From an optimization exercise on the open Yosys and OpenROAD flow, aimed at small area, a short achievable clock period and few clock cycles per item; shortcuts taken in it are not production practice. In this exercise RTL edits were held to simulation tests only and were not proved equivalent to the original. Power and IR drop assume default switching activity.

==> run.sh <==
#!/bin/bash
# synth_recipe.tcl (not shown) runs the flow's synth.tcl, then flattens the netlist and writes it again
# the make line also repeats each setting of config.mk as NAME=value (left out here)
make -C /OpenROAD-flow-scripts/flow DESIGN_CONFIG=/design/flow/config.mk WORK_HOME=/design/flow/orfs CLKGATE_MAP_FILE= SYNTH_SCRIPT=/design/flow/synth_recipe.tcl finish
==> config.mk <==
export PLATFORM = sky130hd
export DESIGN_NAME = xv_pivot
export DESIGN_NICKNAME = xv_pivot
export VERILOG_FILES = /design/flow/design.v
export SDC_FILE = /design/flow/constraint.sdc
export NUM_CORES = 4
export LEC_CHECK = 0
export CAP_MARGIN = 20
export CORE_MARGIN = 2
export CORE_UTILIZATION = 40
export SETUP_SLACK_MARGIN = 5
export SLEW_MARGIN = 20
==> constraint.sdc <==
create_clock -name core_clock -period 9.0 [get_ports {clk}]
set_input_delay 1.8000 -clock core_clock [delete_from_list [all_inputs] [get_ports {clk}]]
set_output_delay 1.8000 -clock core_clock [all_outputs]
set_load 0.01 [all_outputs]
==> design.v <==
module xv_pivot (
    input  wire        clk,
    input  wire        rst,
    input  wire        in_valid,
    output wire        in_ready,
    input  wire [63:0] in_p,
    input  wire [63:0] in_th,
    input  wire [7:0]  in_fs,
    input  wire [7:0]  in_fd,
    input  wire        in_sx32,
    input  wire        in_dx32,
    input  wire        in_rsq,
    input  wire        in_sat,
    output reg         out_valid,
    output wire [63:0] out_q,
    output reg  [3:0]  out_flags
);
    localparam [1:0] S_IDLE = 2'd0, S_DIV = 2'd2, S_FIN = 2'd3;
    reg [1:0]  state;
    reg        first;         
    reg        sqf;           
    reg        bad;           
    reg        nv;
    reg        dx32, rsq, sat;
    reg signed [9:0] e;
    reg [5:0]  msb;           
    reg        pow2;
    reg [62:0] d;             
    reg [64:0] rem;           
    reg [5:0]  k;             
    reg [1:0]  qb;            
    reg        sq_en;         
    reg [64:0] srem;          
    reg [63:0] res;           
    reg        spec;
    reg [3:0]  sfl;
    assign in_ready  = (state == S_IDLE) || (state == S_FIN);
    assign out_q     = res;
    wire   nx        = (rem != 65'd0) || (srem != 65'd0);
    wire lo_z  = (in_p[30:0] == 31'd0);
    wire hi_z  = (in_p[62:32] == 31'd0);
    wire lt31  = (in_p[30:0] < in_th[30:0]);
    wire lt32s = (in_p[31] & ~in_th[31]) | ((in_p[31] == in_th[31]) & lt31);    
    wire lt32u = (~in_p[31] & in_th[31]) | ((in_p[31] == in_th[31]) & lt31);    
    wire lthi  = ($signed(in_p[63:32]) < $signed(in_th[63:32]));
    wire lt64  = lthi | ((in_p[63:32] == in_th[63:32]) & lt32u);
    wire p_nar = in_sx32 ? (in_p[31] & lo_z) : (in_p[63] & hi_z & ~in_p[31] & lo_z);
    wire t_nar = in_sx32 ? (in_th[31:0] == 32'h8000_0000) : (in_th == 64'h8000_0000_0000_0000);
    wire a_nv  = in_sx32 ? (in_p[31] | lo_z | lt32s)
                         : (in_p[63] | (hi_z & ~in_p[31] & lo_z) | lt64);
    wire signed [9:0] fs10 = {{2{in_fs[7]}}, in_fs};
    wire signed [9:0] fd10 = {{2{in_fd[7]}}, in_fd};
    wire signed [9:0] a_e  = (in_rsq ? fd10 + fd10 : fd10) + fs10;
    wire [62:0] a_d  = {in_sx32 ? 32'd0 : in_p[62:31], in_p[30:0]};
    wire [62:0] sm1  = a_d | (a_d >> 1);
    wire [62:0] sm2  = sm1 | (sm1 >> 2);
    wire [62:0] sm4  = sm2 | (sm2 >> 4);
    wire [62:0] sm8  = sm4 | (sm4 >> 8);
    wire [62:0] sm16 = sm8 | (sm8 >> 16);
    wire [62:0] sm32 = sm16 | (sm16 >> 32);
    wire [62:0] above = sm32 >> 1;            
    wire [62:0] lead  = a_d & ~above;
    reg  [5:0]  a_msb;
    integer c;
    always @* begin
        a_msb = 6'd0;
        for (c = 0; c < 63; c = c + 1)
            a_msb = a_msb | (lead[c] ? c[5:0] : 6'd0);
    end
    wire [64:0] a_rem;
    genvar g;
    generate
        for (g = 0; g < 65; g = g + 1) begin : g_rem
            wire up = (g >= 1 && g <= 63) ? lead[g - 1] : 1'b0;
            wire at = (g <= 62) ? lead[g] : 1'b0;
            assign a_rem[g] = (g % 2 == 0 ? !a_e[0] : a_e[0]) & (at | up);
        end
    endgenerate
    wire signed [9:0] s  = e - $signed({4'd0, msb});
    wire [5:0]  kc = first ? s[6:1] : k;      
    wire signed [9:0] kk = rsq ? (dx32 ? 10'sd61 : 10'sd125) : (dx32 ? 10'sd30 : 10'sd62);
    wire under = s[9];
    wire over  = (s > kk + 10'sd1) || ((s == kk + 10'sd1) && pow2);
    wire [63:0] nar_code = dx32 ? 64'h0000_0000_8000_0000 : 64'h8000_0000_0000_0000;
    wire [63:0] max_code = dx32 ? 64'h0000_0000_7FFF_FFFF : 64'h7FFF_FFFF_FFFF_FFFF;
    wire [65:0] x3  = {1'b0, rem};
    wire [65:0] y3  = ~{2'b00, d, 1'b0};
    wire [65:0] z3  = ~{3'b000, d};
    wire [65:0] s3  = x3 ^ y3 ^ z3;
    wire [65:0] c3  = {(x3[64:0] & y3[64:0]) | (x3[64:0] & z3[64:0]) | (y3[64:0] & z3[64:0]), 1'b1};
    wire [65:0] r3  = s3 + c3 + 66'd1;
    wire [65:0] r1  = {1'b0, rem} - {3'b000, d};
    wire [65:0] r2  = {1'b0, rem} - {2'b00, d, 1'b0};
    wire        ge1 = !r1[65], ge2 = !r2[65], ge3 = !r3[65];
    wire [1:0]  qd  = ge3 ? 2'd3 : ge2 ? 2'd2 : {1'b0, ge1};
    wire [62:0] rem_nx = ge3 ? r3[62:0] : ge2 ? r2[62:0] : ge1 ? r1[62:0] : rem[62:0];
    wire [66:0] srem2    = {srem, qb};
    wire [66:0] trial    = {1'b0, res[63:0], 2'b01};
    wire [67:0] srem_sub = {1'b0, srem2} - {1'b0, trial};
    wire        r_one    = !srem_sub[67];
    wire [64:0] srem_nx  = r_one ? srem_sub[64:0] : srem2[64:0];
    always @(posedge clk) begin
        if (rst) begin
            state     <= S_IDLE;
            sqf       <= 1'b0;
            sq_en     <= 1'b0;
            out_valid <= 1'b0;
        end else begin
            sq_en     <= 1'b0;
            out_valid <= (state == S_FIN);
            if (state == S_FIN)
                out_flags <= spec ? sfl : {1'b0, nx, nx && (res == 64'd0), 1'b0};
            case (state)
                S_IDLE, S_FIN: begin
                    if (in_valid) begin
                        d     <= a_d;
                        bad   <= p_nar || t_nar || a_nv;
                        nv    <= !(p_nar || t_nar);
                        e     <= a_e;
                        msb   <= a_msb;
                        pow2  <= ((a_d & above) == 63'd0);
                        dx32  <= in_dx32;
                        rsq   <= in_rsq;
                        sat   <= in_sat;
                        rem   <= a_rem;
                        qb    <= 2'b00;
                        srem  <= 65'd0;
                        first <= 1'b1;
                        state <= S_DIV;
                    end else
                        state <= S_IDLE;
                end
                S_DIV: begin
                    if (!sqf) begin
                        rem <= {rem_nx, 2'b00};
                        k   <= kc - 6'd1;
                        qb  <= qd;
                        sq_en <= rsq;
                        if (!rsq)
                            res <= {res[61:0], qd};
                        if (kc == 6'd0) begin
                            if (rsq) sqf <= 1'b1;
                            else     state <= S_FIN;
                        end
                    end else begin
                        sqf   <= 1'b0;
                        state <= S_FIN;
                    end
                    if (sq_en) begin
                        srem <= srem_nx;
                        res  <= {res[62:0], r_one};
                    end
                    if (first) begin
                        first <= 1'b0;
                        spec  <= 1'b1;
                        if (bad) begin
                            res   <= nar_code;
                            sfl   <= {nv, 3'b000};
                            sqf   <= 1'b0;
                            state <= S_FIN;
                        end else if (under) begin
                            res   <= 64'd0;
                            sfl   <= 4'b0110;
                            sqf   <= 1'b0;
                            state <= S_FIN;
                        end else if (over) begin
                            res   <= sat ? nar_code : max_code;
                            sfl   <= 4'b0101;
                            sqf   <= 1'b0;
                            state <= S_FIN;
                        end else begin
                            res   <= rsq ? 64'd0 : {62'd0, qd};
                            spec  <= 1'b0;
                        end
                    end
                end
                default: state <= S_IDLE;
            endcase
        end
    end
endmodule
==> reports/qor.yml, run 1 <==
status: "complete, no violations"
synth_top_cell_by_area: "edfxtp_1"
routabilityCongestion: 1.02
r2r_start: "d[0]$_DFFE_PP_"
clock_path_buffers: 3
ios: 221
grt_pass1_vias: 33800
hold_class: "flop to flop"
setup_slack_ns: 4.52
r2r_end: "rem[47]$_DFFE_PP_"
hold_violations: 0
worstHoldStart: "sfl[0]$_SDFFCE_PP0P_"
crit_arrival_ns: 4.91
crit_type: "flop to flop"
synth_cell_type_count: 96
finalSetupTns_ns: 0
via_count: 35700
htree_num_levels: 2
insertion_delay_ns: 0.61
grt_max_degree: 77
postCtsHoldBufs: 0
root_buffer: "clkbuf_16"
layout.nets: 5137
cts_sinks: 302
clk_pin_slew_worst_paths_ns: 0.06
dr.pass1.iters: 6
multi_input_area_sq_um: 26300
final_util_pct: 50.8
synth.net_count: 4819
coreArea_sq_um: 86800
p_total_mw: 7.26
synth.area.top_cells: "edfxtp_1, ha_1, a21oi_1"
holdWs_ns: 0.539
ant_nets: 0
num_rows: 108
period_share_pct: 49.8
timing.fmax_ghz: 0.223
avgSynthCellArea_sq_um: 8.22
dp_hpwl_um: 105000
r2r_cells: 19
crit_path_end: "rem[47]$_DFFE_PP_"
cts_tree: "yes"
ys_warn_count: 1
cp-start-kind: "flop"
cp.required_ns: 9.43
dieArea_sq_um: 89900
period_needed_ns: 4.48
crit_path_max_fanout: 8
finalSetupViolCount: 0
finClkSkew_ns: 0.0475
grtUsageTotal_pct: 29.6
synth-seq-area-share_pct: 25.8
relSlewSlack_pct: 21.5
synth-seq-cells: 302
grt_overflow: 0
grt_pass1_wl_um: 206000
seq_area_sq_um: 9020
async_flop_share_pct: 0
die_w_um: 300
maxCapViolations: 0
area_growth_pct: 25.9
die_y_um: 300
regToRegSetupSlack_ns: 4.52
worstSetupEndpointType: "flop"
drt_iter0_markers: 3624
synth_cells: 4256
ir_drop_uv: 131
drc: 0
n_fill_cell: 8345
numCtsBuffers: 40
drive_above_1_share_pct: 15.5
initial_utilization_pct: 40.3
tightest_slew_ns: 1.18
synth_top_area_share_pct: 25.5
wl_per_cell_um: 24.6
vias_per_cell: 6.20
ys.flop_type: "edfxtp_1"
portBuffers: 220
synth_edf_count: 297
p_leak_nw: 17.9
synth_common_cells: "a21oi_1, nand2_1, ha_1"
powerDensity_nw_per_um2: 165
n_antenna_cell: 0
rsz0062_at_grt: "true"
drt_wl_total_um: 142000
dp_slack_ns: 3.12
netlist_area_sq_um: 35000
synthMostInstantiatedCell: "a21oi_1"
critPathLaunch: "d[0]$_DFFE_PP_"
antenna_found_initial: 4
slew_viol_final: 0
## placed cells by master (no fill, tap or decap), types with 25 or more instances in the layout
master and count:
a21oi_1 412, nand2_1 360, ha_1 316, edfxtp_1 297
inv_1 276, nor2_1 264, o21ai_0 195, a21o_1 163
clkdlybuf4s50_1 155, buf_4 140, xnor2_1 136, nand4_1 108
xor2_1 88, nor3_1 86, nand3_1 83, mux2i_1 78
nor4_1 76, o21ai_2 67, fa_1 65, nor2b_1 59
a211oi_1 56, o211ai_1 51, clkbuf_16 50, nand2b_1 45
o21bai_1 44, o21a_1 42, and3_1 36, o21ai_1 35
buf_6 35, or3_1 34, inv_2 31, and2_1 31
a31oi_1 25, dlygate4sd2_1 25
## through the flow
step / std cells / area, sq um
floorplan: 4256 / 35100
global placement: 5488 / 38300
detailed placement: 5489 / 38400
CTS: 5655 / 41700
global route: 5758 / 44100
finish: 5758 / 44100
## worst min path at each step
stage                     cells past startpoint                         end  slack, ns
final                                         1  out_flags[0]$_SDFFCE_PN0P_       0.54
after global routing                          1  out_flags[3]$_SDFFCE_PN0P_       0.55
after CTS                                     1  out_flags[3]$_SDFFCE_PN0P_       0.55
after detailed placement                      1  out_flags[3]$_SDFFCE_PN0P_       0.53
after global placement                        1  out_flags[0]$_SDFFCE_PN0P_       0.52
after floorplan                               2         state[0]$_SDFF_PP0_       0.49
## layout make-up
type,instances,area share [%]
timing repair buffer,445,10.8
clock inverter,26,0.639
clock buffer,45,2.31
inverter,317,2.79
multi-input combinational,3468,59.7
sequential,302,20.5
tap,1155,3.28
## flip-flops by register name (all words and copies together) (netlist names)
signal / flops
bad: 1
d: 63
dx32: 1
e: 10
first: 1
k: 6
msb: 6
nv: 1
out_flags: 4
out_valid: 1
pow2: 1
qb: 2
rem: 65
res: 64
rsq: 1
sat: 1
sfl: 4
spec: 1
sq_en: 1
sqf: 1
srem: 65
state: 2
## metal layers
layer,vias to the layer above,routed length [um],track usage [%]
met1,17100,59100,40.2
met4,4,7300,12.0
li1,16500,-,-
met3,353,12300,5.14
met5,-,30,0
met2,1753,62900,46.7
## worst max-delay path, stage by stage, from the launching register on
cell	delay, ns
edfxtp_1	0.44
inv_2	0.10
fa_1	0.41
inv_1	0.07
ha_2	0.17
inv_2	0.04
fa_2	0.33
a21o_1	0.20
a221oi_4	0.33
nor4b_4	0.37
nor3_4	0.10
o211ai_1	0.17
buf_4	0.16
a21oi_4	0.07
o22a_4	0.26
buf_12	0.15
or2_4	0.28
buf_12	0.16
a311o_1	0.38
o221ai_2	0.08
## power breakdown
part / switching, mW / internal [mW] / total [mW] / leakage (nW)
Sequential: 0.151 / 1.70 / 1.85 / 2.83
Clock: 0.700 / 0.938 / 1.64 / 0.632
Combinational: 2.24 / 1.53 / 3.77 / 14.4
Total: 3.09 / 4.17 / 7.26 / 17.9
## cells by family after synthesis
kind of cell,count (synthesis),synth area share (%)
AO/OA/AOI/OAI,1410,25.7
XOR/XNOR,225,5.63
adder cells (fa/ha/maj),413,16.2
buffers and inverters,490,5.39
flip-flops,302,25.8
multiplexers,89,2.58
AND/OR/NAND/NOR,1327,18.7
## repair_timing
action / CTS / global route
endpoints found under the setup margin: 231 / 210
pin swaps: 81 / 93
buffers inserted: 84 / 86
gates resized for setup: 325 / 407
gates cloned: 11 / 17
Testbench counts, summed over its fixed seeds: cycles 53,002, items 1,600.
==> run 2, diff against run 1 <==
--- a/config.mk
+++ b/config.mk
@@ -9,4 +9,4 @@
 export CORE_MARGIN = 2
-export CORE_UTILIZATION = 40
-export SETUP_SLACK_MARGIN = 5
+export CORE_UTILIZATION = 60
+export SETUP_SLACK_MARGIN = 4
 export SLEW_MARGIN = 20
==> run 2 against run 1 <==
Core utilization increased by 17 points. Clock skew decreased by 0.011 ns. Via count decreased by 2.1%. Sequential share of layout area increased by 2.5 points. Critical path depth decreased by 4. Hold slack got worse by 0.0078 ns. Non-clock buffer count decreased by 193. Register-to-register slack got worse by 0.42 ns.
==> reports/qor.yml, run 2 <==
drive_above_1_share_pct: 4.33
worstSetupEndpointType: "flop"
status: "complete, no violations"
insertion_delay_ns: 0.59
grt_pass1_vias: 32500
fin_cells: 5173
synth-seq-area-share_pct: 25.8
die_w_um: 245
dp_hpwl_um: 98300
synthMostInstantiatedCell: "a21oi_1"
cp.required_ns: 9.29
drt_wl_total_um: 124000
max_stage_delay_ns: 0.62
period_needed_ns: 4.90
rsz0062_at_grt: "false"
ys_warn_count: 1
synth.net_count: 4819
cp_slowest_cell: "a2111oi_2"
dieArea_sq_um: 60300
ios: 221
avgSynthCellArea_sq_um: 8.22
ant_nets: 0
area_growth_pct: 12.4
grt_max_degree: 78
netlist_area_sq_um: 35000
async_flop_share_pct: 0
synth.area.top_cells: "edfxtp_1, ha_1, a21oi_1"
synth_common_cells: "a21oi_1, nand2_1, ha_1"
dr.pass1.iters: 7
powerDensity_nw_per_um2: 170
synth_cells: 4256
synth_top_area_share_pct: 25.5
hold_class: "flop to flop"
top_regs: "rem (65), srem (65), res (64)"
drt_iter0_markers: 3930
relSlewSlack_pct: 22.9
grtUsageTotal_pct: 40.1
period_share_pct: 54.5
num_rows: 88
via_count: 35000
wl_per_cell_um: 24.0
cts_tree: "yes"
ys.flop_type: "edfxtp_1"
path_cells: "inv_1, fa_1, ha_1, nand3_1, nor2_1, nand2_1, a21o_1, a2111oi_2, o22a_1, buf_6, nor2_4, buf_6, nand2_2, a211oi_1, or4_1"
p_leak_nw: 16.0
synth-seq-cells: 302
worst_path_most_repeated_cell: "buf_6"
vias_per_cell: 6.76
initial_utilization_pct: 60.6
maxCapViolations: 0
cp-start-kind: "flop"
portBuffers: 220
crit_arrival_ns: 5.19
timing.fmax_ghz: 0.204
die_y_um: 245
layout_common_cells: "a21oi_1, nand2_1, ha_1, inv_1, edfxtp_1"
synth_cell_type_count: 96
cts_sinks: 302
layout.nets: 4940
htree_num_levels: 2
slew_viol_final: 0
grt_overflow: 0
finClkSkew_ns: 0.0370
clock_path_buffers: 3
drc: 0
crit_path_max_fanout: 32
grt_pass1_wl_um: 188000
numCtsBuffers: 38
finalSetupViolCount: 0
finalSetupTns_ns: 0
root_buffer: "clkbuf_16"
ir_drop_uv: 150
hold_violations: 0
crit_type: "flop to flop"
dp_cells: 5095
layout_commonest_cell: "a21oi_1"
coreArea_sq_um: 57700
routabilityCongestion: 1.03
synth_edf_count: 297
synth_top_cell_by_area: "edfxtp_1"
tightest_slew_ns: 1.13
antenna_found_initial: 3
clk_pin_slew_worst_paths_ns: 0.06
run 2: cell counts after synthesis:
No cell type changed its count.
run 2: layout make-up:
type / count / area (sq um)
multi-input combinational: 3466 / 24300
sequential: 302 / 9020
clock buffer: 44 / 995
timing repair buffer: 252 / 2480
clock inverter: 26 / 373
inverter: 317 / 1190
antenna: 1 / 2.50
fill: 4886 / 18400
tap: 765 / 957
run 2: worst max-delay path, delay by kind of cell (launching register included):
kind / cells / cell delay, ns
compound gates: 4 / 1.14
fa+ha+maj: 2 / 0.93
buf+inv: 3 / 0.77
flops: 1 / 0.37
simple gates: 6 / 1.39
run 2: metal layers:
metal	up-vias	GRT usage [%]	routed length, um	part of all wire, %
li1	16200	-	-	-
met1	16300	54.1	49400	40
met2	2126	63.1	54800	44
met3	317	7.88	14000	11
met4	2	16.6	6060	4.9
met5	-	0	19	0.015
run 2: repair_timing:
action / CTS / global route
buffers inserted: 2 / 3
setup endpoints to repair: 41 / 59
pin swaps: 2 / 5
gates resized for setup: 19 / 30
endpoints found under the hold margin: 0 / 0
hold buffers: 0 / 0
cloned: 0 / 2
run 2: worst paths after layout:
path                            cells after the start  slack [ns]           startpoint             endpoint
worst max-delay path                               15        4.10      d[54]$_DFFE_PP_    rem[46]$_DFFE_PP_
worst max register to register                     15        4.10      d[54]$_DFFE_PP_    rem[46]$_DFFE_PP_
worst min register to register                      2        0.53  state[0]$_SDFF_PP0_  state[0]$_SDFF_PP0_
worst min-delay path                                2        0.53  state[0]$_SDFF_PP0_  state[0]$_SDFF_PP0_
run 2: report_power, final:
part	total, mW	internal (mW)	leakage, nW	switching [mW]
sequential	1.86	1.70	2.83	0.155
combinational	3.10	1.19	12.5	1.92
clock	1.71	1.04	0.664	0.675
total	6.67	3.92	16.0	2.75
run 2: logic make-up (layout without fill, tap and decap cells):
family                   Yosys count  in the layout  share of synthesized area [%]
XOR/XNOR                         225            225                           5.63
multiplexers                      89             89                           2.58
buffers and inverters            490            639                           5.39
flip-flops                       302            302                           25.8
AO/OA/AOI/OAI                   1410           1410                           25.7
other                              0              1                              0
AND/OR/NAND/NOR                 1327           1329                           18.7
adder cells (fa/ha/maj)          413            413                           16.2
run 2: through the flow:
step | hold slack (ns) | area [sq um] | power (mW) | setup slack (ns) | util, %
5_1_grt | 0.575 | 39300 | 6.99 | 3.97 | 68.2
2_1_floorplan | 0.487 | 35000 | 3.95 | 4.43 | -
4_1_cts | 0.534 | 39200 | 6.54 | 4.00 | 67.9
3_3_place_gp | 0.514 | 37700 | 4.82 | 3.20 | 65.4
6_report | 0.531 | 39300 | 6.67 | 4.10 | 68.2
3_5_place_dp | 0.522 | 37700 | 4.82 | 3.19 | 65.4
==> run 3, diff against run 2 <==
--- a/design.v
+++ b/design.v
@@ -32,3 +32,3 @@
     reg        sq_en;         
-    reg [64:0] srem;          
+    reg [63:0] srem;          
     reg [63:0] res;           
@@ -38,3 +38,3 @@
     assign out_q     = res;
-    wire   nx        = (rem != 65'd0) || (srem != 65'd0);
+    wire   nx        = (rem != 65'd0) || (srem != 64'd0);
     wire lo_z  = (in_p[30:0] == 31'd0);
@@ -62,2 +62,15 @@
     wire [62:0] lead  = a_d & ~above;
+    reg  [63:0] t_any, t_mul;
+    integer    lv, ix;
+    reg        a_multi;
+    always @* begin
+        t_any = {1'b0, a_d};
+        t_mul = 64'd0;
+        for (lv = 1; lv < 64; lv = lv * 2)
+            for (ix = 0; ix + lv < 64; ix = ix + 2 * lv) begin
+                t_mul[ix] = t_mul[ix] | t_mul[ix + lv] | (t_any[ix] & t_any[ix + lv]);
+                t_any[ix] = t_any[ix] | t_any[ix + lv];
+            end
+        a_multi = t_mul[0];
+    end
     reg  [5:0]  a_msb;
@@ -96,7 +109,7 @@
     wire [62:0] rem_nx = ge3 ? r3[62:0] : ge2 ? r2[62:0] : ge1 ? r1[62:0] : rem[62:0];
-    wire [66:0] srem2    = {srem, qb};
-    wire [66:0] trial    = {1'b0, res[63:0], 2'b01};
-    wire [67:0] srem_sub = {1'b0, srem2} - {1'b0, trial};
-    wire        r_one    = !srem_sub[67];
-    wire [64:0] srem_nx  = r_one ? srem_sub[64:0] : srem2[64:0];
+    wire [65:0] srem2    = {srem, qb};
+    wire [65:0] trial    = {res[63:0], 2'b01};
+    wire [66:0] srem_sub = {1'b0, srem2} - {1'b0, trial};
+    wire        r_one    = !srem_sub[66];
+    wire [63:0] srem_nx  = r_one ? srem_sub[63:0] : srem2[63:0];
     always @(posedge clk) begin
@@ -120,3 +133,3 @@
                         msb   <= a_msb;
-                        pow2  <= ((a_d & above) == 63'd0);
+                        pow2  <= !a_multi;
                         dx32  <= in_dx32;
@@ -126,3 +139,3 @@
                         qb    <= 2'b00;
-                        srem  <= 65'd0;
+                        srem  <= 64'd0;
                         first <= 1'b1;
==> flow/run.sh (new file) <==
#!/bin/bash
# The standard layout, with plain buffers (instead of delay cells) on the ports.
set -euo pipefail
bash standard.sh "BUFFER_PORTS_ARGS=-buffer_cell sky130_fd_sc_hd__buf_2" finish > standard_make.log 2>&1
==> standard.sh (new file) <==
#!/bin/bash
# synth_recipe.tcl (not shown) runs the flow's synth.tcl, then flattens the netlist and writes it again
# the make line also repeats each setting of config.mk as NAME=value (left out here)
make -C /OpenROAD-flow-scripts/flow DESIGN_CONFIG=/design/flow/config.mk WORK_HOME=/design/flow/orfs CLKGATE_MAP_FILE= SYNTH_SCRIPT=/design/flow/synth_recipe.tcl "${@:-finish}"
--- a/config.mk
+++ b/config.mk
@@ -9,3 +9,3 @@
 export CORE_MARGIN = 2
-export CORE_UTILIZATION = 60
+export CORE_UTILIZATION = 40
 export SETUP_SLACK_MARGIN = 4
removed: run.sh
==> run 3 against run 2 <==
Highest routed layer is now met4. Combinational power increased by 5%. Core utilization shrank 24 points. Clock skew up 0.024 ns. Synthesized cell count is 2.6% lower. Hold slack lost 0.0077 ns. Wire length grew 4.3%. First-iteration DRC count down 9.4%. Flip-flop and latch count shrank 1.
==> reports/qor.yml, run 3 <==
ys_warn_count: 1
drt_wl_total_um: 130000
routabilityCongestion: 0.972
top_usage_layer: "met2"
netlist_area_sq_um: 34500
drt_iter0_markers: 3560
dp_cells: 5359
die_w_um: 298
drive_above_1_share_pct: 9.91
numCtsBuffers: 41
p_seq_share_pct: 27.7
tightest_slew_ns: 1.15
ys.flop_type: "edfxtp_1"
vias_per_cell: 6.15
synth.area.top_cells: "edfxtp_1, ha_1, a21oi_1"
synth_top_area_share_pct: 25.7
r2r_cells: 14
synth_top_cell_by_area: "edfxtp_1"
stdcell_area_sq_um: 38100
dr.pass1.iters: 6
async_flop_share_pct: 0
dieArea_sq_um: 88700
clk_pin_slew_worst_paths_ns: 0.06
met1_usage_pct: 38.7
grt_pass1_wl_um: 194000
synth_cells: 4144
worstSetupEndpointType: "flop"
synth-seq-area-share_pct: 26.0
synth.net_count: 4707
swShare_pct: 43.0
synth-seq-cells: 301
min_path_cells: 2
powerDensity_nw_per_um2: 176
grt_use_met3_pct: 3.38
final_util_pct: 44.6
synth_common_cells: "a21oi_1, nand2_1, ha_1"
die_y_um: 298
layout.nets: 4831
htree_num_levels: 2
top_regs: "rem (65), res (64), srem (64)"
largest_reg_flops: 65
grt_pass1_vias: 31400
largest-register: "rem"
use_met2_pct: 45.4
insertion_delay_ns: 0.60
period_needed_ns: 4.98
portBuffers: 220
drc: 0
layout_commonest_cell: "a21oi_1"
grt_max_degree: 77
finalSetupViolCount: 0
p_sw_mw: 2.90
status: "complete, no violations"
avgSynthCellArea_sq_um: 8.34
grt_overflow: 0
timing.fmax_ghz: 0.201
layout_common_cells: "a21oi_1, nand2_1, ha_1, nor2_1, edfxtp_1"
postCtsHoldBufs: 0
fin_cells: 5444
area_growth_pct: 10.4
clock_path_buffers: 3
rsz0062_at_grt: "false"
comb_power_share_pct: 48.5
hold_class: "flop to flop"
period_share_pct: 55.3
wl_per_cell_um: 23.8
via_count: 33500
root_buffer: "clkbuf_16"
dpl_cell_area_sq_um: 36600
num_rows: 107
finalSetupTns_ns: 0
cp-start-kind: "flop"
cts_tree: "yes"
coreArea_sq_um: 85400
synth_edf_count: 296
grtUsageTotal_pct: 28.1
cp.required_ns: 9.31
p_int_mw: 3.83
cts_sinks: 301
p_leak_nw: 15.9
slew_viol_final: 0
maxCapViolations: 0
synth_cell_type_count: 108
synthMostInstantiatedCell: "a21oi_1"
antenna_found_initial: 0
crit_type: "flop to flop"
crit_arrival_ns: 5.28
ant_nets: 0
ios: 221
relSlewSlack_pct: 22.4
finClkSkew_ns: 0.0610
dp_hpwl_um: 103000
ir_drop_uv: 136
crit_path_max_fanout: 3
clockPowerShare_pct: 23.8
hold_violations: 0
initial_utilization_pct: 40.4
-- run 3: changes by cell type in the layout (fill, tap and decap cells not counted), sizes merged, moves of 15 or more --
cell           delta
buf             +228
clkdlybuf4s50   -218
a21oi            -17
nor3             -22
inv              -24
nand3            -17
nor2             +15
-- run 3: layout make-up --
| type | instances | area [sq um] |
|---|---|---|
| diodes | 1 | 2.50 |
| clock buffers | 47 | 1050 |
| clock inverters | 27 | 233 |
| fillers | 8765 | 47300 |
| inverters | 292 | 1100 |
| multi-input cells | 3371 | 23900 |
| flip-flops and latches | 301 | 8990 |
| well taps | 1144 | 1430 |
| repair buffers | 261 | 1450 |
-- run 3: metal layers --
| metal | share of wire [%] | vias up |
|---|---|---|
| met5 | 0 | - |
| met4 | 4.1 | 0 |
| met3 | 6.7 | 217 |
| met2 | 45 | 1421 |
| met1 | 44 | 16200 |
| li1 | - | 15700 |
-- run 3: worst paths after layout --
check,to,slack [ns],startpoint
max,rem[48]$_DFFE_PP_,4.02,d[0]$_DFFE_PP_
min,state[0]$_SDFF_PP0_,0.52,state[0]$_SDFF_PP0_
max reg2reg,rem[48]$_DFFE_PP_,4.02,d[0]$_DFFE_PP_
min reg2reg,state[0]$_SDFF_PP0_,0.52,state[0]$_SDFF_PP0_
-- run 3: cells by family (layout without fill, tap and decap cells) --
logic type	count (synthesis)	in the layout	synth area share (%)
buffers and inverters	472	627	5.42
DFF	301	301	26.0
muxes	84	84	2.47
xor gates and xnor gates	241	241	6.11
AOI/OAI and AO/OA	1361	1361	25.3
adders and majority gates	413	413	16.4
and+or+nand+nor	1272	1272	18.2
other	0	1	0
-- run 3: repair_timing --
action / in CTS / in global routing
gates cloned: 0 / 0
buffers inserted: 2 / 8
endpoints found under the setup margin: 64 / 67
pin swaps: 1 / 3
gates resized for setup: 14 / 21
-- run 3: through the flow --
| step | setup slack, ns | power (mW) | hold WS [ns] |
|---|---|---|---|
| CTS | 4.00 | 6.65 | 0.522 |
| detailed placement | 3.04 | 5.01 | 0.506 |
| global placement | 3.09 | 5.04 | 0.492 |
| global route | 4.00 | 7.10 | 0.548 |
| floorplan | 4.46 | 4.11 | 0.473 |
| finish | 4.02 | 6.73 | 0.523 |
-- run 3: worst max-delay path, stage by stage, from the launching register on --
cell      delay [ns]
edfxtp_1        0.42
ha_1            0.27
fa_1            0.40
nand2b_1        0.21
a21oi_1         0.36
nor2_1          0.17
o21ai_0         0.75
a31oi_1         0.37
o21ai_0         0.54
a21oi_1         0.21
o21bai_1        0.19
a21oi_1         0.10
xor2_1          0.35
o21ai_1         0.10
a31o_2          0.24
-- run 3: power by group through the flow --
| stage | Sequential [mW] | Combinational (mW) | Clock (mW) |
|---|---|---|---|
| 3_5_place_dp | 1.89 | 3.12 | 0 |
| 6_report | 1.87 | 3.26 | 1.60 |
| 4_1_cts | 1.86 | 3.16 | 1.62 |
| 2_1_floorplan | 1.81 | 2.30 | 0 |
| 3_3_place_gp | 1.89 | 3.15 | 0 |
| 5_1_grt | 1.87 | 3.55 | 1.67 |
Testbench counts of run 3, summed over its fixed seeds: cycles 53,002, items 1,600.
==> run 4, diff against run 3 <==
==> flow/run.sh (replaced) <==
#!/bin/bash
# The standard layout, with plain buffers (instead of delay cells) on the ports, and timing
# repair free to resize cells across footprints.
set -euo pipefail
bash standard.sh "BUFFER_PORTS_ARGS=-buffer_cell sky130_fd_sc_hd__buf_2" "MATCH_CELL_FOOTPRINT=0" finish > standard_make.log 2>&1
==> run 4 against run 3 <==
Highest routed layer unchanged. Largest cell class unchanged. Flip-flop and latch count is the same. Register-to-register slack is essentially flat. Non-clock buffer count is the same. Largest power group unchanged. Combinational power is essentially flat.
==> reports/qor.yml, run 4 <==
swShare_pct: 43.0
period_needed_ns: 4.98
crit_family: "compound AO/OA/AOI/OAI gates"
wl_per_cell_um: 23.8
synth_common_cells: "a21oi_1, nand2_1, ha_1"
grt_pass1_wl_um: 194000
num_rows: 107
via_count: 33500
top_regs: "rem (65), res (64), srem (64)"
ys.flop_type: "edfxtp_1"
relSlewSlack_pct: 22.4
synth_top_area_share_pct: 25.7
largest_reg_flops: 65
drt_iter0_markers: 3560
slew_viol_final: 0
cts_sinks: 301
root_buffer: "clkbuf_16"
synthSimpleGateAreaFrac_pct: 18.2
finalSetupTns_ns: 0
async_flop_share_pct: 0
ios: 221
finalSetupViolCount: 0
r2r_start: "d[0]$_DFFE_PP_"
synth_compound_area_share_pct: 25.3
synth-seq-area-share_pct: 26.0
crit_path_max_fanout: 3
initial_utilization_pct: 40.4
synth_cells: 4144
worstHoldStart: "state[0]$_SDFF_PP0_"
grtUsageTotal_pct: 28.1
dp_hpwl_um: 103000
max_stage_delay_ns: 0.75
maxCapViolations: 0
hold_class: "flop to flop"
grt_overflow: 0
path_cells: "ha_1, fa_1, nand2b_1, a21oi_1, nor2_1, o21ai_0, a31oi_1, o21ai_0, a21oi_1, o21bai_1, a21oi_1, xor2_1, o21ai_1, a31o_2"
drive_above_1_share_pct: 9.91
worst_path_most_repeated_cell: "a21oi_1"
critPathLaunch: "d[0]$_DFFE_PP_"
clk_pin_slew_worst_paths_ns: 0.06
ant_nets: 0
dpl_cell_area_sq_um: 36600
synth_top_cell_by_area: "edfxtp_1"
status: "complete, no violations"
die_y_um: 298
period_share_pct: 55.3
clock_path_buffers: 3
area_growth_pct: 10.4
htree_num_levels: 2
p_sw_mw: 2.90
yosys-mux-area-fraction_pct: 2.47
grt_max_degree: 77
die_w_um: 298
timing.fmax_ghz: 0.201
largest-register: "rem"
antenna_found_initial: 0
synth_fa_ha_area_share_pct: 16.4
ir_drop_uv: 136
clockPowerShare_pct: 23.8
synth.net_count: 4707
synth_cell_type_count: 108
hold_violations: 0
p_seq_share_pct: 27.7
ys_warn_count: 1
routabilityCongestion: 0.972
numCtsBuffers: 41
avgSynthCellArea_sq_um: 8.34
netlist_area_sq_um: 34500
worstSetupEndpointType: "flop"
comb_power_share_pct: 48.5
rsz0062_at_grt: "false"
dieArea_sq_um: 88700
stdcell_area_sq_um: 38100
drt_wl_total_um: 130000
coreArea_sq_um: 85400
cp_slowest_cell: "o21ai_0"
layout_commonest_cell: "a21oi_1"
layout_common_cells: "a21oi_1, nand2_1, ha_1, nor2_1, edfxtp_1"
synth_top_family_by_area: "compound AO/OA/AOI/OAI gates"
cts_tree: "yes"
postCtsHoldBufs: 0
synth_edf_count: 296
powerDensity_nw_per_um2: 176
synthMostInstantiatedCell: "a21oi_1"
crit_type: "flop to flop"
synth.area.top_cells: "edfxtp_1, ha_1, a21oi_1"
p_leak_nw: 15.9
n_fill_cell: 8765
cp.required_ns: 9.31
layout.nets: 4831
finClkSkew_ns: 0.0610
synth_xor_area_share_pct: 6.11
vias_per_cell: 6.15
dr.pass1.iters: 6
synth-seq-cells: 301
grt_pass1_vias: 31400
portBuffers: 220
cp-start-kind: "flop"
tightest_slew_ns: 1.15
drc: 0
crit_arrival_ns: 5.28
p_int_mw: 3.83
insertion_delay_ns: 0.60
path_buf_inv: 0
run 4: cell counts after synthesis:
Identical to the previous run, type by type.
run 4: per-stage QoR:
step	total power [mW]	setup slack (ns)	instances	utilization [%]	hold WS, ns
floorplan	4.11	4.46	4144	-	0.473
global placement	5.04	3.09	5359	42.8	0.492
detailed placement	5.01	3.04	5359	42.8	0.506
CTS	6.65	4.00	5435	44.4	0.522
global route	7.10	4.00	5443	44.6	0.548
finish	6.73	4.02	5444	44.6	0.523
run 4: power by group through the flow:
stage | registers [mW] | clock network, mW | logic, mW
floorplan | 1.81 | 0 | 2.30
global placement | 1.89 | 0 | 3.15
detailed placement | 1.89 | 0 | 3.12
CTS | 1.86 | 1.62 | 3.16
global route | 1.87 | 1.67 | 3.55
finish | 1.87 | 1.60 | 3.26
run 4: cell type report:
| class | instances | area (sq um) | area share, % |
|---|---|---|---|
| inverter | 292 | 1100 | 2.87 |
| tap | 1144 | 1430 | 3.75 |
| antenna | 1 | 2.50 | 0.00656 |
| clock inverter | 27 | 233 | 0.610 |
| multi-input combinational | 3371 | 23900 | 62.6 |
| timing repair buffer | 261 | 1450 | 3.79 |
| clock buffer | 47 | 1050 | 2.75 |
| sequential | 301 | 8990 | 23.6 |
run 4: cell families after synthesis:
group           Yosys count
mux                      84
compound gates         1361
simple gates           1272
fa+ha+maj               413
buf+inv                 472
xor+xnor                241
flops                   301
run 4: metal layers:
| metal | vias up | share of wire, % | global-route usage [%] |
|---|---|---|---|
| met2 | 1421 | 45 | 45.4 |
| met1 | 16200 | 44 | 38.7 |
| met4 | 0 | 4.1 | 9.95 |
| li1 | 15700 | - | - |
| met3 | 217 | 6.7 | 3.38 |
| met5 | - | 0 | 0 |
run 4: final timing paths:
path / endpoint / slack [ns] / cells past startpoint
max: rem[48]$_DFFE_PP_ / 4.02 / 14
min: state[0]$_SDFF_PP0_ / 0.52 / 2
max reg2reg: rem[48]$_DFFE_PP_ / 4.02 / 14
min reg2reg: state[0]$_SDFF_PP0_ / 0.52 / 2
run 4: worst reg2reg max path, delay by kind of cell, from the launching register on:
family | cells | cell delay (ns)
and+or+nand+nor | 2 | 0.38
adders and majority gates | 2 | 0.67
AOI/OAI and AO/OA | 9 | 2.88
xor gates and xnor gates | 1 | 0.35
DFF | 1 | 0.42
run 4: what timing repair did:
item                                    4_1_cts  5_1_grt
setup buffers                                 2        8
endpoints found under the setup margin       64       67
gates resized for setup                      14       21
endpoints found under the hold margin         0        0
pin swaps                                     1        3
==> run 5, diff against run 4 <==
==> flow/run.sh (replaced) <==
#!/bin/bash
# The standard layout, with plain buffers (instead of delay cells) on the ports, timing repair
# free to resize cells across footprints, and repair aimed at the worst path only.
set -euo pipefail
bash standard.sh "BUFFER_PORTS_ARGS=-buffer_cell sky130_fd_sc_hd__buf_2" "MATCH_CELL_FOOTPRINT=0" finish > standard_make.log 2>&1
--- a/config.mk
+++ b/config.mk
@@ -10,3 +10,4 @@
 export CORE_UTILIZATION = 40
-export SETUP_SLACK_MARGIN = 4
+export SETUP_SLACK_MARGIN = 5
 export SLEW_MARGIN = 20
+export TNS_END_PERCENT = 0
==> run 5 against run 4 <==
Hold slack got worse by 0.014 ns. Still clean. Critical endpoint is now rem[42]$_DFFE_PP_. Core utilization increased by 3.4 points. Sequential power barely moved. Worst setup slack gained 0.73 ns. Critical path depth is 6 lower. Count of clock-buffer cells in the layout fell by 1. Register-to-register slack improved by 0.77 ns. Power rose by 7.4%. Combinational power grew 15%.
==> reports/qor.yml, run 5 <==
cts_sinks: 301
rsz0062_at_grt: "true"
cp_slowest_cell: "nor3b_1"
wl_per_cell_um: 24.4
cp-start-kind: "input port"
critPathLaunch: "in_p[61]"
dp_hpwl_um: 103000
grtUsageTotal_pct: 29.6
crit_family: "simple AND/OR/NAND/NOR gates"
ys_warn_count: 1
drt_iter0_markers: 4107
p_total_mw: 7.23
area_growth_pct: 18.8
maxCapViolations: 0
timing.fmax_ghz: 0.236
initial_utilization_pct: 40.4
period_needed_ns: 4.25
synth_edf_count: 296
coreArea_sq_um: 85400
insertion_delay_ns: 0.61
crit_type: "input port to flop"
routabilityCongestion: 1.00
regToRegSetupSlack_ns: 4.79
worstSetupEndpointType: "flop"
antenna_found_initial: 2
synth_common_cells: "a21oi_1, nand2_1, ha_1"
synthSimpleGateAreaFrac_pct: 18.2
hold_violations: 0
largest_reg_flops: 65
synth_top_area_share_pct: 25.7
synth_fa_ha_area_share_pct: 16.4
via_count: 34600
grt_overflow: 0
tightest_slew_ns: 1.08
vias_per_cell: 6.16
grt_pass1_wl_um: 203000
yosys-mux-area-fraction_pct: 2.47
dieArea_sq_um: 88700
drt_wl_total_um: 137000
root_buffer: "clkbuf_16"
netlist_area_sq_um: 34500
n_fill_cell: 8418
ys.flop_type: "edfxtp_1"
crit_path_max_fanout: 7
path_cells: "buf_2, nor3_4, and2_2, nand4_1, or3_1, nor3b_1, o21ai_0, o211ai_1"
synth_top_family_by_area: "compound AO/OA/AOI/OAI gates"
die_w_um: 298
htree_num_levels: 2
finClkSkew_ns: 0.0450
dr.pass1.iters: 7
drc: 0
top_regs: "rem (65), res (64), srem (64)"
status: "complete, no violations"
numCtsBuffers: 39
path_buf_inv: 1
num_rows: 107
hold_class: "flop to flop"
grt_max_degree: 73
grt_pass1_vias: 32800
layout_common_cells: "a21oi_1, nand2_1, ha_1, edfxtp_1, nor2_1"
r2r_start: "rem[1]$_SDFFCE_PP0P_"
synth_top_cell_by_area: "edfxtp_1"
r2r_cells: 20
clock_path_buffers: 3
period_share_pct: 47.2
synth.net_count: 4707
max_stage_delay_ns: 0.86
avgSynthCellArea_sq_um: 8.34
synth_xor_area_share_pct: 6.11
largest-register: "rem"
synth_compound_area_share_pct: 25.3
crit_path_end: "rem[42]$_DFFE_PP_"
synthMostInstantiatedCell: "a21oi_1"
p_leak_nw: 17.0
synth_cell_type_count: 108
synth-seq-area-share_pct: 26.0
clk_pin_slew_worst_paths_ns: 0.06
synth_cells: 4144
relSlewSlack_pct: 27.2
min_path_cells: 2
finalSetupTns_ns: 0
crit_cells: 8
ios: 221
layout_commonest_cell: "a21oi_1"
slew_viol_final: 0
final_util_pct: 48.1
ant_nets: 0
cp.required_ns: 9.41
cts_tree: "yes"
synth-seq-cells: 301
die_y_um: 298
layout.nets: 4997
finalSetupViolCount: 0
r2r_end: "rem[53]$_DFFE_PP_"
synth.area.top_cells: "edfxtp_1, ha_1, a21oi_1"
ir_drop_uv: 137
async_flop_share_pct: 0
crit_arrival_ns: 4.66
portBuffers: 220
powerDensity_nw_per_um2: 176
drive_above_1_share_pct: 18.1
run 5: cell counts after synthesis:
Identical to the previous run, type by type.
run 5: cell type report:
type / count / area, sq um / area share [%]
multi-input combinational: 3373 / 25100 / 61.0
sequential: 301 / 8990 / 21.9
timing repair buffer: 427 / 3130 / 7.63
tap: 1144 / 1430 / 3.49
inverter: 292 / 1140 / 2.78
clock buffer: 46 / 1000 / 2.44
clock inverter: 21 / 284 / 0.692
antenna: 4 / 10.0 / 0.0244
run 5: worst min-delay path by stage:
stage | start | end | slack (ns)
after floorplan | state[0]$_SDFF_PP0_ | state[0]$_SDFF_PP0_ | 0.47
after global placement | state[1]$_SDFF_PP0_ | state[1]$_SDFF_PP0_ | 0.50
after detailed placement | state[1]$_SDFF_PP0_ | state[1]$_SDFF_PP0_ | 0.50
after CTS | state[1]$_SDFF_PP0_ | state[1]$_SDFF_PP0_ | 0.51
after global routing | state[0]$_SDFF_PP0_ | state[0]$_SDFF_PP0_ | 0.55
final | state[1]$_SDFF_PP0_ | state[1]$_SDFF_PP0_ | 0.51
run 5: per-layer routing:
metal | global-route usage (%) | up-vias | routed length [um]
met1 | 39.2 | 16600 | 56400
li1 | - | 16000 | -
met3 | 4.42 | 275 | 11500
met2 | 48.5 | 1606 | 62700
met4 | 11.5 | 2 | 6080
met5 | 0 | - | 15
run 5: cell families (layout without fill, tap and decap cells):
kind of cell    Yosys count  count (layout)
compound gates         1361            1362
xor+xnor                241             241
fa+ha+maj               413             413
buf+inv                 472             786
flops                   301             301
mux                      84              84
other cells               0               4
simple gates           1272            1273
run 5: worst min-delay path, stage by stage (launching register included):
cell and delay (ns):
dfxtp_1 0.33, inv_1 0.07, a31oi_1 0.07
run 5: what timing repair did:
item / CTS / global route
buffers inserted: 138 / 28
endpoints found under the hold margin: 0 / 0
hold buffers: 0 / 0
gates cloned: 10 / 3
gates resized for setup: 287 / 85
setup endpoints to repair: 208 / 208
pin swaps: 51 / 36
run 5: through the flow:
stage	cell area (sq um)	hold slack (ns)	setup WS [ns]	instances
floorplan	34600	0.473	4.56	4144
detailed placement	36600	0.502	3.41	5358
finish	41100	0.509	4.75	5608
global placement	36600	0.500	3.55	5358
global route	41000	0.547	4.66	5604
CTS	40400	0.511	4.88	5573
run 5: power by group:
part	switching, mW	internal (mW)	total [mW]
Sequential	0.146	1.71	1.85
Combinational	2.25	1.48	3.74
Clock	0.687	0.948	1.63
==> run 6, diff against run 5 <==
==> flow/run.sh (replaced) <==
#!/bin/bash
# The standard layout, with plain buffers (instead of delay cells) on the ports, timing repair
# free to resize cells across footprints and aimed 6 ns below the clock period.
set -euo pipefail
bash standard.sh "BUFFER_PORTS_ARGS=-buffer_cell sky130_fd_sc_hd__buf_2" "MATCH_CELL_FOOTPRINT=0" "SETUP_SLACK_MARGIN=6" finish > standard_make.log 2>&1
==> run 6 against run 5 <==
Sequential power hardly changed. Count of clock-buffer cells in the layout is 6 lower. Still clean on timing, DRC and antenna. Non-clock buffer count down 88. Highest routed layer is now met4. Largest power group unchanged.
==> reports/qor.yml, run 6 <==
status: "complete, no violations"
final_util_pct: 46.7
finClkSkew_ns: 0.0648
setup_slack_ns: 4.73
synth_cells: 4144
layout_commonest_cell: "a21oi_1"
timing.fmax_ghz: 0.234
async_flop_share_pct: 0
drt_wl_total_um: 133000
crit_family: "compound AO/OA/AOI/OAI gates"
crit_type: "flop to flop"
postCtsHoldBufs: 0
netlist_area_sq_um: 34500
synth_xor_area_share_pct: 6.11
grt_overflow: 0
synth_fa_ha_area_share_pct: 16.4
synth_top_area_share_pct: 25.7
dieArea_sq_um: 88700
yosys-mux-area-fraction_pct: 2.47
numCtsBuffers: 38
powerDensity_nw_per_um2: 180
grt_pass1_wl_um: 198000
grt_pass1_vias: 32200
synthSimpleGateAreaFrac_pct: 18.2
layout_common_cells: "a21oi_1, nand2_1, ha_1, edfxtp_1, nor2_1"
cp.required_ns: 9.35
ant_nets: 0
tightest_slew_ns: 1.13
path_buf_inv: 1
vias_per_cell: 6.16
initial_utilization_pct: 40.4
layout.nets: 4908
synth_compound_area_share_pct: 25.3
worstSetupEndpointType: "flop"
die_y_um: 298
synth_top_family_by_area: "compound AO/OA/AOI/OAI gates"
synth-seq-cells: 301
clk_pin_slew_worst_paths_ns: 0.06
grt_max_degree: 77
dp_hpwl_um: 102000
synth_top_cell_by_area: "edfxtp_1"
period_share_pct: 47.4
largest_reg_flops: 65
coreArea_sq_um: 85400
finalSetupViolCount: 0
ios: 221
via_count: 34000
drc: 0
dp_slack_ns: 3.13
ys_warn_count: 1
max_stage_delay_ns: 0.50
synth_common_cells: "a21oi_1, nand2_1, ha_1"
cts_tree: "yes"
synth_cell_type_count: 108
hold_class: "flop to flop"
maxCapViolations: 0
synth_edf_count: 296
relSlewSlack_pct: 23.8
portBuffers: 220
synth-seq-area-share_pct: 26.0
insertion_delay_ns: 0.62
wl_per_cell_um: 24.0
synth.net_count: 4707
dr.pass1.iters: 6
antenna_found_initial: 3
period_needed_ns: 4.27
cp_slowest_cell: "edfxtp_1"
synthMostInstantiatedCell: "a21oi_1"
crit_arrival_ns: 4.61
die_w_um: 298
root_buffer: "clkbuf_16"
htree_num_levels: 2
grtUsageTotal_pct: 28.8
n_fill_cell: 8511
path_cells: "ha_1, a21o_1, or3_1, o21ai_4, a21oi_1, a41oi_2, o41ai_4, o22ai_4, o21a_1, buf_12, o211ai_1, a22oi_2, o31ai_1"
slew_viol_final: 0
finalSetupTns_ns: 0
ir_drop_uv: 142
crit_path_max_fanout: 38
top_regs: "rem (65), res (64), srem (64)"
hold_violations: 0
area_growth_pct: 15.5
cts_sinks: 301
clock_path_buffers: 3
drive_above_1_share_pct: 15.1
cp-start-kind: "flop"
ys.flop_type: "edfxtp_1"
drt_iter0_markers: 3787
synth.area.top_cells: "edfxtp_1, ha_1, a21oi_1"
p_leak_nw: 16.5
num_rows: 107
routabilityCongestion: 1.01
largest-register: "rem"
rsz0062_at_grt: "true"
avgSynthCellArea_sq_um: 8.34
## run 6: timing repair
| action | in CTS | in global routing |
|---|---|---|
| gates resized for setup | 230 | 35 |
| setup endpoints to repair | 468 | 468 |
| pin swaps | 39 | 7 |
| hold endpoints to repair | 0 | 0 |
| setup buffers | 84 | 5 |
| cloned | 5 | 0 |
## run 6: area by class of cell
class                      instances  area, sq um  area share (%)
timing repair buffer             339         2210            5.55
inverter                         292         1110            2.78
antenna                            2         5.00          0.0125
clock buffer                      40          958            2.40
clock inverter                    30          460            1.15
tap                             1144         1430            3.59
sequential                       301         8990            22.5
multi-input combinational       3373        24700            62.0
## run 6: where the power goes
group          leakage (nW)  internal (mW)  switching [mW]  total, mW
registers              2.82           1.71           0.150       1.86
clock network         0.677           1.07           0.706       1.78
logic                  13.0           1.37            2.17       3.54
total                  16.5           4.15            3.02       7.18
## run 6: path summary, 6_finish.rpt
check,from,end,slack (ns),cells past startpoint
hold reg to reg,state[1]$_SDFF_PP0_,state[1]$_SDFF_PP0_,0.52,2
setup / recovery,rem[4]$_DFFE_PP_,rem[47]$_DFFE_PP_,4.73,13
hold / removal,state[1]$_SDFF_PP0_,state[1]$_SDFF_PP0_,0.52,2
setup reg to reg,rem[4]$_DFFE_PP_,rem[47]$_DFFE_PP_,4.73,13
## run 6: metrics by stage
| stage | cell area (sq um) | instances | total power [mW] | hold slack (ns) |
|---|---|---|---|---|
| 2_1_floorplan | 34600 | 4144 | 4.11 | 0.473 |
| 3_3_place_gp | 36600 | 5355 | 5.03 | 0.495 |
| 3_5_place_dp | 36600 | 5355 | 5.01 | 0.509 |
| 4_1_cts | 39700 | 5514 | 7.07 | 0.518 |
| 5_1_grt | 39900 | 5519 | 7.55 | 0.548 |
| 6_report | 39900 | 5521 | 7.18 | 0.517 |
## run 6: logic make-up (layout without fill, tap and decap cells)
family | Yosys count | after routing
other | 0 | 2
and+or+nand+nor | 1272 | 1272
buffers and inverters | 472 | 701
adders and majority gates | 413 | 413
muxes | 84 | 84
AOI/OAI and AO/OA | 1361 | 1363
xor gates and xnor gates | 241 | 241
DFF | 301 | 301
## run 6: routing by layer
layer | vias to the layer above | GRT usage [%] | share of wire (%)
li1 | 15900 | - | -
met1 | 16300 | 38.8 | 42
met2 | 1625 | 46.2 | 45
met3 | 226 | 4.34 | 8.3
met4 | 0 | 11.9 | 4.5
met5 | - | 0 | 0
## run 6: worst min-delay path, delay by kind of cell (launching register included)
kind            cells  cell delay [ns]
buf+inv             1             0.08
compound gates      1             0.07
flops               1             0.33
==> run 7, diff against run 6 <==
--- a/flow/run.sh
+++ b/flow/run.sh
@@ -2,3 +2,3 @@
 # The standard layout, with plain buffers (instead of delay cells) on the ports, timing repair
-# free to resize cells across footprints and aimed 6 ns below the clock period.
+# free to resize cells across footprints and aimed 6 ns below the clock period; clock tree of clkbuf_8.
 set -euo pipefail
--- a/config.mk
+++ b/config.mk
@@ -10,2 +10,3 @@
 export CORE_UTILIZATION = 40
+export CTS_BUF_LIST = sky130_fd_sc_hd__clkbuf_8
 export SETUP_SLACK_MARGIN = 5
==> run 7 against run 6 <==
Highest routed layer is now met5. Die area unchanged. Clock power down 17%. Count of clock-buffer cells in the layout rose by 16. Hold slack barely moved. Non-clock buffer count rose by 2. Core utilization fell by 0.14 points. Sequential power is essentially flat. Combinational power up 1%. Synthesized cell count stayed put. Via count is 0.33% higher. Still clean. Critical endpoint unchanged. First-iteration DRC count fell by 6.4%.
==> reports/qor.yml, run 7 <==
finalSetupTns_ns: 0
portBuffers: 220
root_buffer: "clkbuf_8"
netlist_area_sq_um: 34500
die_y_um: 298
timing.fmax_ghz: 0.235
synth_cell_type_count: 108
synth-seq-area-share_pct: 26.0
num_rows: 107
synth.area.top_cells: "edfxtp_1, ha_1, a21oi_1"
period_needed_ns: 4.25
synth_common_cells: "a21oi_1, nand2_1, ha_1"
drc: 0
finalSetupViolCount: 0
insertion_delay_ns: 0.74
relSlewSlack_pct: 25.6
synth_top_area_share_pct: 25.7
postCtsHoldBufs: 0
wl_per_cell_um: 24.0
period_share_pct: 47.2
slew_viol_final: 0
rsz0062_at_grt: "true"
holdWs_ns: 0.517
tightest_slew_ns: 1.11
dp_slack_ns: 3.13
clockPowerShare_pct: 21.5
powerDensity_nw_per_um2: 174
cts_sinks: 301
hold_class: "flop to flop"
layout.nets: 4929
synth_edf_count: 296
synth_cells: 4144
synthMostInstantiatedCell: "a21oi_1"
vias_per_cell: 6.14
finClkSkew_ns: 0.0822
clock_path_buffers: 3
numCtsBuffers: 56
layout_commonest_cell: "a21oi_1"
ys_warn_count: 1
r2r_cells: 14
cts_tree: "yes"
grt_max_degree: 77
setup_slack_ns: 4.75
swShare_pct: 43.7
final_util_pct: 46.6
grt_overflow: 0
ant_nets: 0
dr.pass1.iters: 6
dieArea_sq_um: 88700
via_count: 34100
area_growth_pct: 15.1
p_sw_mw: 3.02
ios: 221
ir_drop_uv: 115
avgSynthCellArea_sq_um: 8.34
crit_type: "flop to flop"
worstSetupEndpointType: "flop"
grt_pass1_wl_um: 199000
synth_top_cell_by_area: "edfxtp_1"
largest-register: "rem"
ys.flop_type: "edfxtp_1"
routabilityCongestion: 1.01
cp.required_ns: 9.46
maxCapViolations: 0
min_path_cells: 2
die_w_um: 298
crit_path_max_fanout: 38
top_regs: "rem (65), res (64), srem (64)"
initial_utilization_pct: 40.4
layout_common_cells: "a21oi_1, nand2_1, ha_1, edfxtp_1, nor2_1"
p_leak_nw: 16.5
synth-seq-cells: 301
cp-start-kind: "flop"
largest_reg_flops: 65
status: "complete, no violations"
coreArea_sq_um: 85400
grt_pass1_vias: 32400
htree_num_levels: 2
p_seq_share_pct: 26.8
dp_hpwl_um: 102000
synth.net_count: 4707
comb_power_share_pct: 51.7
antenna_found_initial: 6
p_int_mw: 3.89
crit_arrival_ns: 4.71
hold_violations: 0
drt_wl_total_um: 133000
async_flop_share_pct: 0
drive_above_1_share_pct: 15.8
clk_pin_slew_worst_paths_ns: 0.06
drt_iter0_markers: 3544
grtUsageTotal_pct: 28.9
[run 7: path summary, 6_finish.rpt]
kind                             from             endpoint  slack, ns
setup reg to reg     rem[4]$_DFFE_PP_    rem[47]$_DFFE_PP_       4.75
hold reg to reg   state[1]$_SDFF_PP0_  state[1]$_SDFF_PP0_       0.52
setup / recovery     rem[4]$_DFFE_PP_    rem[47]$_DFFE_PP_       4.75
hold / removal    state[1]$_SDFF_PP0_  state[1]$_SDFF_PP0_       0.52
[run 7: per-layer routing]
layer | global-route usage [%] | wire [um] | share of wire (%)
met1 | 38.6 | 56400 | 42
met2 | 46.3 | 59900 | 45
met3 | 4.86 | 10600 | 8.0
met4 | 11.8 | 6220 | 4.7
met5 | 0 | 13 | 0.0098
[run 7: timing repair]
item                                   in CTS  in global routing
setup endpoints to repair                 472                472
buffers inserted                           84                  8
endpoints found under the hold margin       0                  0
cloned                                      5                  0
resized for setup                         231                 58
pin swaps                                  41                 17
[run 7: stage by stage]
step	cell area [sq um]	std cells	power [mW]
3_3_place_gp	36600	5355	5.03
3_5_place_dp	36600	5355	5.01
2_1_floorplan	34600	4144	4.11
4_1_cts	39400	5545	6.78
5_1_grt	39800	5554	7.30
6_report	39800	5555	6.91
[run 7: logic make-up (layout without fill, tap and decap cells)]
family | count (synthesis) | count (layout) | synth area share (%)
AOI/OAI and AO/OA | 1361 | 1363 | 25.3
and+or+nand+nor | 1272 | 1273 | 18.2
buffers and inverters | 472 | 734 | 5.42
adders and majority gates | 413 | 413 | 16.4
DFF | 301 | 301 | 26.0
xor gates and xnor gates | 241 | 241 | 6.11
muxes | 84 | 84 | 2.47
other | 0 | 2 | 0
[run 7: critical path, stage by stage (launching register included)]
cell	delay, ns
edfxtp_1	0.51
ha_1	0.39
a21o_1	0.21
or3_1	0.35
o21ai_4	0.31
a21oi_2	0.20
a41oi_2	0.27
o41ai_4	0.11
buf_4	0.17
o22ai_4	0.22
o21a_1	0.30
buf_12	0.26
o211ai_1	0.24
a22oi_2	0.29
o31ai_1	0.12
[run 7: layout make-up]
cell class / count / area, sq um
diodes: 2 / 5.00
clock buffers: 56 / 771
clock inverters: 45 / 422
fillers: 8551 / 45600
inverters: 292 / 1110
multi-input cells: 3374 / 24800
flip-flops and latches: 301 / 8990
well taps: 1144 / 1430
repair buffers: 341 / 2210
[run 7: power groups by stage]
stage                     Clock [mW]  Sequential [mW]  Combinational [mW]
final                           1.48             1.85                3.58
after global routing            1.56             1.86                3.88
after CTS                       1.50             1.85                3.43
after detailed placement           0             1.89                3.12
after global placement             0             1.89                3.14
after floorplan                    0             1.81                2.30
==> run 8, diff against run 7 <==
--- a/flow/run.sh
+++ b/flow/run.sh
@@ -2,3 +2,3 @@
 # The standard layout, with plain buffers (instead of delay cells) on the ports, timing repair
-# free to resize cells across footprints and aimed 6 ns below the clock period; clock tree of clkbuf_8.
+# free to resize cells across footprints and aimed 6 ns below the clock period; clock tree of clkbuf_8, denser placement.
 set -euo pipefail
--- a/config.mk
+++ b/config.mk
@@ -7,8 +7,8 @@
 export LEC_CHECK = 0
-export CAP_MARGIN = 20
+export CAP_MARGIN = 10
 export CORE_MARGIN = 2
-export CORE_UTILIZATION = 40
+export CORE_UTILIZATION = 55
 export CTS_BUF_LIST = sky130_fd_sc_hd__clkbuf_8
 export SETUP_SLACK_MARGIN = 5
-export SLEW_MARGIN = 20
+export SLEW_MARGIN = 10
 export TNS_END_PERCENT = 0
==> run 8 against run 7 <==
Wire length up 4.1%. Worst setup slack better by 0.031 ns. Still clean on timing, DRC and antenna. Die area down 27%. Highest routed layer unchanged. Area after synthesis unchanged. Critical path type unchanged. Sequential power about the same. Register-to-register slack better by 0.03 ns.
==> reports/qor.yml, run 8 <==
die_y_um: 255
vias_per_cell: 6.66
clockPowerShare_pct: 21.8
worstSetupEndpointType: "flop"
synth_edf_count: 296
synthMostInstantiatedCell: "a21oi_1"
synth_top_area_share_pct: 25.7
r2r_end: "rem[57]$_DFFE_PP_"
cts_tree: "yes"
insertion_delay_ns: 0.76
grt_overflow: 0
period_needed_ns: 4.22
cp.required_ns: 9.44
synth.area.top_cells: "edfxtp_1, ha_1, a21oi_1"
grt_pass1_vias: 33000
crit_path_end: "rem[57]$_DFFE_PP_"
wl_per_cell_um: 26.2
netlist_area_sq_um: 34500
finalSetupTns_ns: 0
comb_power_share_pct: 52.0
ios: 221
coreArea_sq_um: 61900
async_flop_share_pct: 0
cts_sinks: 301
relSlewSlack_pct: 23.4
drc: 0
synth-seq-area-share_pct: 26.0
num_rows: 91
initial_utilization_pct: 55.8
avgSynthCellArea_sq_um: 8.34
die_w_um: 255
dp_slack_ns: 3.22
drt_iter0_markers: 4454
routabilityCongestion: 1.04
stdcell_area_sq_um: 39900
synth_top_cell_by_area: "edfxtp_1"
synth_cells: 4144
portBuffers: 220
setup_slack_ns: 4.78
area_growth_pct: 15.4
maxCapViolations: 0
p_sw_mw: 3.14
slew_viol_final: 0
grtUsageTotal_pct: 41.9
cp-start-kind: "flop"
rsz0062_at_grt: "true"
swShare_pct: 44.3
synth_common_cells: "a21oi_1, nand2_1, ha_1"
regToRegSetupSlack_ns: 4.78
worstHoldStart: "state[1]$_SDFF_PP0_"
clk_pin_slew_worst_paths_ns: 0.07
dp_hpwl_um: 103000
drive_above_1_share_pct: 16.8
layout_commonest_cell: "a21oi_1"
layout_common_cells: "a21oi_1, nand2_1, ha_1, edfxtp_1, nor2_1"
ys.flop_type: "edfxtp_1"
root_buffer: "clkbuf_8"
synth-seq-cells: 301
ir_drop_uv: 153
largest-register: "rem"
numCtsBuffers: 58
timing.fmax_ghz: 0.237
min_path_cells: 2
dieArea_sq_um: 64800
r2r_start: "rem[16]$_DFFE_PP_"
crit_type: "flop to flop"
p_int_mw: 3.94
p_seq_share_pct: 26.2
dr.pass1.iters: 8
layout.nets: 4959
r2r_cells: 15
crit_arrival_ns: 4.66
largest_reg_flops: 65
grt_pass1_wl_um: 204000
synth.net_count: 4707
tightest_slew_ns: 1.15
critPathLaunch: "rem[16]$_DFFE_PP_"
grt_max_degree: 75
synth_cell_type_count: 108
hold_violations: 0
status: "complete, no violations"
top_regs: "rem (65), res (64), srem (64)"
crit_path_max_fanout: 6
ant_nets: 0
powerDensity_nw_per_um2: 178
clock_path_buffers: 3
dpl_cell_area_sq_um: 36200
hold_class: "flop to flop"
via_count: 35200
htree_num_levels: 2
antenna_found_initial: 3
finalSetupViolCount: 0
drt_wl_total_um: 139000
ys_warn_count: 1
postCtsHoldBufs: 0
finClkSkew_ns: 0.0801
period_share_pct: 46.9
p_leak_nw: 16.7
## run 8: worst min-delay path by stage
| stage | endpoint | slack [ns] |
|---|---|---|
| floorplan | state[0]$_SDFF_PP0_ | 0.47 |
| global placement | state[1]$_SDFF_PP0_ | 0.49 |
| detailed placement | state[1]$_SDFF_PP0_ | 0.50 |
| CTS | state[1]$_SDFF_PP0_ | 0.51 |
| global route | state[1]$_SDFF_PP0_ | 0.53 |
| finish | state[1]$_SDFF_PP0_ | 0.51 |
## run 8: final cells by class
cell class	instances	area, sq um
antenna	2	5.00
clock buffer	58	798
sequential	301	8990
multi-input combinational	3376	25000
fill	5462	22100
timing repair buffer	367	2480
tap	837	1050
inverter	292	1130
clock inverter	50	450
## run 8: logic make-up after synthesis
logic type | share of synthesized area, %
xor+xnor | 6.11
fa+ha+maj | 16.4
buf+inv | 5.42
simple gates | 18.2
mux | 2.47
compound gates | 25.3
flops | 26.0
## run 8: worst max-delay path: stages, from the launching register on
cell      delay [ns]
edfxtp_1        0.47
buf_4           0.18
ha_1            0.36
a21oi_2         0.20
o21ai_1         0.11
a221oi_2        0.29
nor2_1          0.16
o41ai_4         0.46
nand3_2         0.18
buf_4           0.18
o31ai_2         0.36
o31ai_2         0.14
a31oi_1         0.22
xor2_1          0.30
a221oi_1        0.15
a21o_1          0.17
## run 8: repair_timing
item,4_1_cts,5_1_grt
resized for setup,282,40
setup buffers,104,9
gates cloned,8,1
setup endpoints to repair,407,442
pin swaps,53,12
## run 8: metal layers
| layer | share of wire [%] | vias to the layer above | global-route usage, % | wire length [um] |
|---|---|---|---|---|
| li1 | - | 16000 | - | - |
| met1 | 40 | 16700 | 55.7 | 55300 |
| met2 | 42 | 2095 | 62.1 | 58200 |
| met3 | 12 | 412 | 11.3 | 16300 |
| met4 | 6.4 | 4 | 22.2 | 8820 |
| met5 | 0.019 | - | 0 | 27 |
## run 8: per-stage QoR
step	total power, mW	util [%]	hold WS, ns	cells
global route	7.40	64.4	0.529	5282
global placement	5.03	58.5	0.489	5051
CTS	6.88	63.9	0.512	5271
detailed placement	5.02	58.5	0.503	5051
finish	7.09	64.4	0.513	5283
floorplan	4.11	-	0.473	4144
## run 8: power groups by stage
stage          clock, mW  sequential [mW]  combinational (mW)
2_1_floorplan          0             1.81                2.30
3_3_place_gp           0             1.88                3.15
3_5_place_dp           0             1.88                3.13
4_1_cts             1.54             1.84                3.50
5_1_grt             1.60             1.86                3.95
6_report            1.55             1.85                3.68

-- afterwards: timing with drivers on the ports --
The flow's constraints put no driver on any port. The routed layouts listed below were extracted and timed again, unchanged, in two steps.
Step 1 sets driving cells, clkbuf_16 on the clock port and buf_2 on the other inputs (assumed; they add their load-dependent delay and slew).
Step 2 adds t to the input delays and takes it off the output delays; t is the mean of the earliest and latest rising clock arrival at the registers after step 1. Input paths then give back, and output paths get back, about the clock's delay inside the block.
a / b / c = ideal ports / drivers / drivers and shift; a / b = the first two.
run	shift t [ns]	setup WS [ns]	pins driven straight from the clock port
run 1	0.651	4.519 / 4.519 / 4.281	1
run 2	0.629	4.099 / 4.099 / 3.504	1
run 3	0.643	4.024 / 4.024 / 3.636	1
run 4	0.643	4.024 / 4.024 / 3.636	1
run 5	0.649	4.755 / 4.792 / 4.147	1
run 6	0.649	4.732 / 4.732 / 4.146	1
run 7	0.768	4.748 / 4.748 / 4.103	1
run 8	0.777	4.780 / 4.780 / 4.112	1
After both steps every run listed still meets setup and hold. The setup slack of run 8, which loses most, moves by 0.000 ns with the drivers and by -0.668 ns with both steps.
